Source: an optimization exercise on an open RTL-to-GDS flow (aim: small area, a short achievable clock period and few clock cycles per item). Production flows keep margins and buffers that such runs may drop. At most, simulation tests tie the RTL to the original design; equivalence was not proved.

== the previous run ==
// lp_div
module lp_div (
    input  wire        clk,
    input  wire        rst,         
    input  wire        start,       
    input  wire        signed_op,   
    input  wire [31:0] dividend,    
    input  wire [31:0] divisor,     
    output wire        in_ready,
    output reg         done,
    output wire [31:0] quotient,
    output wire [31:0] remainder,
    output wire        dz,          
    output wire        ov           
);
    function [31:0] below_or(input [31:0] x);
        reg [31:0] p;
        integer l, i, j;
        begin
            p = {x[30:0], 1'b0};
            for (l = 0; l < 5; l = l + 1)
                for (i = 0; i < 32; i = i + 1)
                    if ((i >> l) & 1) begin
                        j = ((i >> l) << l) - 1;
                        p[i] = p[i] | p[j];
                    end
            below_or = p;
        end
    endfunction
    function [31:0] cneg(input [31:0] x, input s);
        cneg = x ^ ({32{s}} & below_or(x));
    endfunction
    function [32:0] sub32(input [31:0] x, input [31:0] y);
        reg [31:0] g, p, t;
        integer l, i, j;
        begin
            t = x ^ ~y;
            g = x & ~y;
            p = t;
            for (l = 0; l < 5; l = l + 1)
                for (i = 0; i < 32; i = i + 1)
                    if ((i >> l) & 1) begin
                        j = ((i >> l) << l) - 1;
                        g[i] = g[i] | (p[i] & g[j]);
                        p[i] = p[i] & p[j];
                    end
            sub32[32] = g[31] | p[31];
            sub32[0]  = ~t[0];
            for (i = 1; i < 32; i = i + 1)
                sub32[i] = t[i] ^ (g[i-1] | p[i-1]);
        end
    endfunction
    function [34:0] add35(input [34:0] x, input [34:0] y, input cin);
        reg [34:0] g, p, t;
        integer l, i, j;
        begin
            t = x ^ y;
            g = x & y;
            p = t;
            g[0] = g[0] | (p[0] & cin);
            for (l = 0; l < 6; l = l + 1)
                for (i = 0; i < 35; i = i + 1)
                    if ((i >> l) & 1) begin
                        j = ((i >> l) << l) - 1;
                        g[i] = g[i] | (p[i] & g[j]);
                        p[i] = p[i] & p[j];
                    end
            add35[0] = t[0] ^ cin;
            for (i = 1; i < 35; i = i + 1)
                add35[i] = t[i] ^ g[i-1];
        end
    endfunction
  ...
export LEC_CHECK = 0
export CAP_MARGIN = 20
export CORE_MARGIN = 2
export CORE_UTILIZATION = 40
export SETUP_SLACK_MARGIN = 1.0
export SLEW_MARGIN = 20
create_clock -name core_clock -period 5.0 [get_ports {clk}]
run.sh (not shown) runs the stock make flow with config.mk's settings and CLKGATE_MAP_FILE= SYNTH_SCRIPT=/design/flow/synth_recipe.tcl, a recipe that flattens the netlist after the stock synthesis.
The previous run completed end to end with timing, DRC and antenna clean.
Input-level comparison between the current run and the previous run:
-- flow/config.mk --
<<< the previous run, line 10
export CORE_UTILIZATION = 40
export SETUP_SLACK_MARGIN = 1.0
export SLEW_MARGIN = 20
>>> the current run, line 10
export CORE_UTILIZATION = 40
export SETUP_SLACK_MARGIN = 1.6
export SLEW_MARGIN = 20
- No run among the previous run and the current run stopped early or left any final violation; all are clean.
- The current run vs. the previous run: met3 wirelength from detailed routing +26%, buffers inserted during post-CTS setup optimization picked up an extra 131.
- The first-pass GRT wire length in the current run sits about 5% above the value recorded for the previous run.
- NOTE: critical path depth in cells in the current run exceeds that of the previous run
- Changes observed in the current run relative to the previous run: global routing usage on met1 +0.64 points; worst setup slack for register-to-register paths +0.20 ns.
- Taking the previous run as the reference, in the current run weighted congestion at the end of routability-driven global placement went up; fmax now sits higher.
- The current run ended up with b_d[10] as its launching element of the worst setup path; the previous run ended up with b_q[1].
No functional check of the RTL was part of any run of this note.

========
Another version of the RTL of lp_div (not shown whole).
For scale: about 2100 cells after synthesis, about 220 flip-flops, ~18000 sq um of cells after synthesis.
clock: 5.0 ns
lec_check: 0
cap_margin: 20
core_margin: 2
core_utilization: 40
setup_slack_margin: 1.2
slew_margin: 20
The starting point produced a layout that fails on negative setup slack.
Testbench counts at the start, summed over its fixed seeds: cycles 11,019, divs 3,200.
Change:
- ABC_AREA: default -> 1
- SETUP_SLACK_MARGIN: 1.2 -> 2.0
Outcome:
- The new run passed the timing, DRC and antenna checks
- fmax rises by 45%
- final area rises by 13%
- global-route usage rises by 0.80 points
- area after synthesis rises by 7.5%

what the ideal ports hide:
How much do the figures lean on ideal ports? The routed layouts below were timed once more, with nothing changed but the port constraints. Step 1: set_driving_cell puts a clkbuf_16 on clk and a buf_2 on each other input, an assumption about the parent block. Step 2 adds t to the input delays and takes it off the output delays; t is the mean of the earliest and latest rising clock arrival at the registers after step 1. Input paths then give back, and output paths get back, about the clock's delay inside the block. Slacks: ideal / step 1 / step 2; pairs: ideal / step 1.
run	shift t [ns]	setup slack, ns	hold slack, ns	pins driven straight from the clock port
the previous run	0.514	1.113 / 1.113 / 0.715	0.523 / 0.523 / 0.523	1
the current run	0.508	1.312 / 1.312 / 1.208	0.536 / 0.536 / 0.536	1
the first run of note 2	0.607	-0.144 / -0.205 / 0.402	0.383 / 0.383 / 0.383	1
the second run of note 2	0.608	1.462 / 1.410 / 1.524	0.342 / 0.342 / 0.342	1
The setup slack of the previous run, which loses most, moves by 0.000 ns with the drivers and by -0.398 ns with both steps.
